This is an optimization exercise on Yosys and OpenROAD, whose aim is small area and a short achievable clock period, not a production implementation.
The RTL was checked by simulation tests, not by an equivalence proof against the original design.

==> run H <==
Design trail_core, start of the top module:
module trail_core (
    input  wire        clk,
    input  wire        rst,
    input  wire [7:0]  cfg_filt_n,
    input  wire [1:0]  cfg_decode,    
    input  wire        cfg_invert,
    input  wire [4:0]  cfg_pint,      
    input  wire [23:0] cfg_still,     
    input  wire        enc_a,
    input  wire        enc_b,
    input  wire        preset,        
    input  wire [55:0] preset_val,
    output wire [63:0] pos,
    output wire [31:0] spd,
    output wire [1:0]  spd_state,     
    output wire        speed_valid,
    output wire        dir,           
    output wire        illegal,       
    output wire [15:0] illegal_cnt
);
clock: 220.0 ns
lec_check: 0
abc_area: 1
cap_margin: 20
core_margin: 2
core_utilization: 70
slew_margin: 20
run.sh (not shown) runs the stock make flow with config.mk's settings and CLKGATE_MAP_FILE= SYNTH_SCRIPT=/design/flow/synth_recipe.tcl, a recipe that flattens the netlist after the stock synthesis.
==> inputs of run G, as changes to run H <==
--- a/flow/design.v
+++ b/flow/design.v
@@ -148,46 +148,53 @@
         if (rst) a_op <= OP_HOLD;
         else     a_op <= op;
         a_sgn <= ev_dir;
         a_d   <= cev ? span : {8'd0, s_next};
         a_k   <= cev ? k[3:0] - 4'd1 : 4'd0;
     end
-    wire [24:0] a_nh   = (a_k == 4'd0) ? 25'd1953125 :
-                      (a_k == 4'd1) ? 25'd3906250 :
-                      (a_k == 4'd2) ? 25'd5859375 :
-                      (a_k == 4'd3) ? 25'd7812500 :
-                      (a_k == 4'd4) ? 25'd9765625 :
-                      (a_k == 4'd5) ? 25'd11718750 :
-                      (a_k == 4'd6) ? 25'd13671875 :
-                      (a_k == 4'd7) ? 25'd15625000 :
-                      (a_k == 4'd8) ? 25'd17578125 :
-                      (a_k == 4'd9) ? 25'd19531250 :
-                      (a_k == 4'd10) ? 25'd21484375 :
-                      (a_k == 4'd11) ? 25'd23437500 :
-                      (a_k == 4'd12) ? 25'd25390625 :
-                      (a_k == 4'd13) ? 25'd27343750 :
-                      (a_k == 4'd14) ? 25'd29296875 :
-                      25'd31250000;
-    wire [5:0]  a_slim = (a_k == 4'd0) ? 6'd3 :
-                      (a_k == 4'd1) ? 6'd7 :
-                      (a_k == 4'd2) ? 6'd11 :
-                      (a_k == 4'd3) ? 6'd14 :
-                      (a_k == 4'd4) ? 6'd18 :
-                      (a_k == 4'd5) ? 6'd22 :
-                      (a_k == 4'd6) ? 6'd26 :
-                      (a_k == 4'd7) ? 6'd29 :
-                      (a_k == 4'd8) ? 6'd33 :
-                      (a_k == 4'd9) ? 6'd37 :
-                      (a_k == 4'd10) ? 6'd40 :
-                      (a_k == 4'd11) ? 6'd44 :
-                      (a_k == 4'd12) ? 6'd48 :
-                      (a_k == 4'd13) ? 6'd52 :
-                      (a_k == 4'd14) ? 6'd55 :
-                      6'd59;
+    reg [24:0] a_nh;
+    reg [5:0]  a_slim;
+    always @(*) begin
+        case (a_k)
+            4'd0: a_nh = 25'd1953125;
+            4'd1: a_nh = 25'd3906250;
+            4'd2: a_nh = 25'd5859375;
+            4'd3: a_nh = 25'd7812500;
+            4'd4: a_nh = 25'd9765625;
+            4'd5: a_nh = 25'd11718750;
+            4'd6: a_nh = 25'd13671875;
+            4'd7: a_nh = 25'd15625000;
+            4'd8: a_nh = 25'd17578125;
+            4'd9: a_nh = 25'd19531250;
+            4'd10: a_nh = 25'd21484375;
+            4'd11: a_nh = 25'd23437500;
+            4'd12: a_nh = 25'd25390625;
+            4'd13: a_nh = 25'd27343750;
+            4'd14: a_nh = 25'd29296875;
+            default: a_nh = 25'd31250000;
+        endcase
+        case (a_k)
+            4'd0:  a_slim = 6'd3;
+            4'd1:  a_slim = 6'd7;
+            4'd2:  a_slim = 6'd11;
+            4'd3:  a_slim = 6'd14;
+            4'd4:  a_slim = 6'd18;
+            4'd5:  a_slim = 6'd22;
+            4'd6:  a_slim = 6'd26;
+            4'd7:  a_slim = 6'd29;
+            4'd8:  a_slim = 6'd33;
+            4'd9:  a_slim = 6'd37;
+            4'd10: a_slim = 6'd40;
+            4'd11: a_slim = 6'd44;
+            4'd12: a_slim = 6'd48;
+            4'd13: a_slim = 6'd52;
+            4'd14: a_slim = 6'd55;
+            default: a_slim = 6'd59;
+        endcase
+    end
     wire a_sat = (a_d[31:6] == 26'd0) && (a_d[5:0] <= a_slim);
-    localparam [30:0] FASTROWS = 31'h7ffff7e;    
     wire [36:0] rr [0:31];        
     wire [30:0] qq;
     reg [1:0]  b_op;
     reg        b_sgn, b_sat;
     reg [31:0] b_d;
     reg [36:12] b_r;
@@ -216,13 +223,13 @@
             end else begin : narrow
                 assign dw = dv[W-1:0];
                 assign hz = ~|dv[31:W];
             end
             wire [W-1:0] y;
             wire         nb;
-            trail_divrow #(.W(W), .FAST(FASTROWS[gi])) u (.x(rin[gi +: W]), .d(dw), .nb(nb), .y(y));
+            trail_divrow #(.W(W)) u (.x(rin[gi +: W]), .d(dw), .nb(nb), .y(y));
             wire take = hz & nb;
             assign qq[gi] = take;
             if (gi + W < 37) begin : hi
                 assign rr[gi][36:gi + W] = rin[36:gi + W];
             end
             assign rr[gi][gi + W - 1:gi] = take ? y : rin[gi + W - 1:gi];
@@ -404,36 +411,29 @@
     assign speed_valid = !state_d[3][0];
     assign dir         = pdir;
     assign illegal     = ill_q;
     assign illegal_cnt = ill_cnt;
 endmodule
 module trail_divrow #(
-    parameter integer W = 33,
-    parameter         FAST = 1'b1
+    parameter integer W = 33
 ) (
     input  wire [W-1:0] x,
     input  wire [W-1:0] d,
     output wire         nb,
     output wire [W-1:0] y
 );
     wire [W-1:0] g = ~x & d;
     wire [W-1:0] p = ~(x ^ d);
     wire [W:0]   b;
     assign b[0] = 1'b0;
     genvar j;
     generate
-        if (FAST) begin : la
-            for (j = 0; j < W; j = j + 2) begin : step
-                assign b[j+1] = g[j] | (p[j] & b[j]);
-                if (j + 1 < W) begin : pair
-                    assign b[j+2] = g[j+1] | (p[j+1] & g[j]) | (p[j+1] & p[j] & b[j]);
-                end
-            end
-        end else begin : rip
-            for (j = 0; j < W; j = j + 1) begin : step
-                assign b[j+1] = g[j] | (p[j] & b[j]);
+        for (j = 0; j < W; j = j + 2) begin : step
+            assign b[j+1] = g[j] | (p[j] & b[j]);
+            if (j + 1 < W) begin : pair
+                assign b[j+2] = g[j+1] | (p[j+1] & g[j]) | (p[j+1] & p[j] & b[j]);
             end
         end
     endgenerate
     assign y  = x ^ d ^ b[W-1:0];
     assign nb = ~b[W];
 endmodule
==> flow/config.mk (replaced) <==
export PLATFORM = sky130hd
export DESIGN_NAME = trail_core
export DESIGN_NICKNAME = trail_core
export VERILOG_FILES = /design/flow/design.v
export SDC_FILE = /design/flow/constraint.sdc
export NUM_CORES = 4
export LEC_CHECK = 0
export CAP_MARGIN = 20
export CORE_MARGIN = 2
export CORE_UTILIZATION = 40
export SLEW_MARGIN = 20
==> inputs of run B, as changes to run H <==
--- a/flow/design.v
+++ b/flow/design.v
@@ -181,13 +181,12 @@
                       (a_k == 4'd11) ? 6'd44 :
                       (a_k == 4'd12) ? 6'd48 :
                       (a_k == 4'd13) ? 6'd52 :
                       (a_k == 4'd14) ? 6'd55 :
                       6'd59;
     wire a_sat = (a_d[31:6] == 26'd0) && (a_d[5:0] <= a_slim);
-    localparam [30:0] FASTROWS = 31'h7ffff7e;    
     wire [36:0] rr [0:31];        
     wire [30:0] qq;
     reg [1:0]  b_op;
     reg        b_sgn, b_sat;
     reg [31:0] b_d;
     reg [36:12] b_r;
@@ -216,13 +215,13 @@
             end else begin : narrow
                 assign dw = dv[W-1:0];
                 assign hz = ~|dv[31:W];
             end
             wire [W-1:0] y;
             wire         nb;
-            trail_divrow #(.W(W), .FAST(FASTROWS[gi])) u (.x(rin[gi +: W]), .d(dw), .nb(nb), .y(y));
+            trail_divrow #(.W(W)) u (.x(rin[gi +: W]), .d(dw), .nb(nb), .y(y));
             wire take = hz & nb;
             assign qq[gi] = take;
             if (gi + W < 37) begin : hi
                 assign rr[gi][36:gi + W] = rin[36:gi + W];
             end
             assign rr[gi][gi + W - 1:gi] = take ? y : rin[gi + W - 1:gi];
@@ -404,36 +403,29 @@
     assign speed_valid = !state_d[3][0];
     assign dir         = pdir;
     assign illegal     = ill_q;
     assign illegal_cnt = ill_cnt;
 endmodule
 module trail_divrow #(
-    parameter integer W = 33,
-    parameter         FAST = 1'b1
+    parameter integer W = 33
 ) (
     input  wire [W-1:0] x,
     input  wire [W-1:0] d,
     output wire         nb,
     output wire [W-1:0] y
 );
     wire [W-1:0] g = ~x & d;
     wire [W-1:0] p = ~(x ^ d);
     wire [W:0]   b;
     assign b[0] = 1'b0;
     genvar j;
     generate
-        if (FAST) begin : la
-            for (j = 0; j < W; j = j + 2) begin : step
-                assign b[j+1] = g[j] | (p[j] & b[j]);
-                if (j + 1 < W) begin : pair
-                    assign b[j+2] = g[j+1] | (p[j+1] & g[j]) | (p[j+1] & p[j] & b[j]);
-                end
-            end
-        end else begin : rip
-            for (j = 0; j < W; j = j + 1) begin : step
-                assign b[j+1] = g[j] | (p[j] & b[j]);
+        for (j = 0; j < W; j = j + 2) begin : step
+            assign b[j+1] = g[j] | (p[j] & b[j]);
+            if (j + 1 < W) begin : pair
+                assign b[j+2] = g[j+1] | (p[j+1] & g[j]) | (p[j+1] & p[j] & b[j]);
             end
         end
     endgenerate
     assign y  = x ^ d ^ b[W-1:0];
     assign nb = ~b[W];
 endmodule
--- a/flow/config.mk
+++ b/flow/config.mk
@@ -6,7 +6,10 @@
 export NUM_CORES = 4
 export LEC_CHECK = 0
 export ABC_AREA = 1
 export CAP_MARGIN = 20
 export CORE_MARGIN = 2
 export CORE_UTILIZATION = 70
+export CTS_CLUSTER_DIAMETER = 120
+export CTS_CLUSTER_SIZE = 25
+export GPL_TIMING_DRIVEN = 0
 export SLEW_MARGIN = 20
==> metrics.cfg <==
[global_routing]
gr-usage-met2_pct=63.6
gr-usage-met1_pct=47.6
globalRouteMet3Util_pct=6.29
first_global_vias=67500

[floorplanning]
n_tap_cell=1512

[run_status]
outcome=finished clean

[power_and_ir_drop]
comb_power_mw=0.369

[clocking]
cts-buffers-inserted=49

[worst_setup_path]
cpMostUsedCell=nand2_1

The numbers above come from run B.

==> metrics.cfg <==
[floorplanning]
n_tap_cell=2688

[run_status]
outcome=finished clean

[sta]
achievable-frequency_ghz=0.0211

[global_routing]
globalRouteMet3Util_pct=3.21
first_global_vias=63600
gr-usage-met1_pct=27.0
gr-usage-met2_pct=37.3

[power_and_ir_drop]
comb_power_mw=0.385

[worst_setup_path]
cpMostUsedCell=a21o_1

The numbers above come from run G.

==> metrics.cfg <==
[run_status]
outcome=finished clean

[floorplanning]
n_tap_cell=1500

[global_routing]
first_global_vias=63500
gr-usage-met2_pct=60.5
globalRouteMet3Util_pct=4.85

[power_and_ir_drop]
comb_power_mw=0.352

[clocking]
cts-buffers-inserted=108

[worst_setup_path]
cpMostUsedCell=nand2_1

The numbers above come from run H.

==> what the ideal ports hide <==
How much do the figures lean on ideal ports? The routed layouts below were timed once more, with nothing changed but the port constraints. Step 1, drivers: a clkbuf_16 drives clk and a buf_2 each remaining input, both assumed. Step 2 adds t to the input delays and takes it off the output delays; t is the mean of the earliest and latest rising clock arrival at the registers after step 1. Input paths then give back, and output paths get back, about the clock's delay inside the block. a / b / c = ideal ports / drivers / drivers and shift; a / b = the first two.
run | t, ns | slack for setup (ns) | pins driven straight from the clock port
run H | 0.797 | 172.424 / 172.424 / 171.683 | 1
run G | 0.854 | 172.683 / 172.683 / 171.899 | 1
run B | 0.772 | 172.966 / 172.979 / 172.208 | 1
After both steps setup and hold are still met in every run listed. For run G, which loses most, drivers alone change the setup slack by 0.000 ns; drivers and shift together by -0.784 ns.
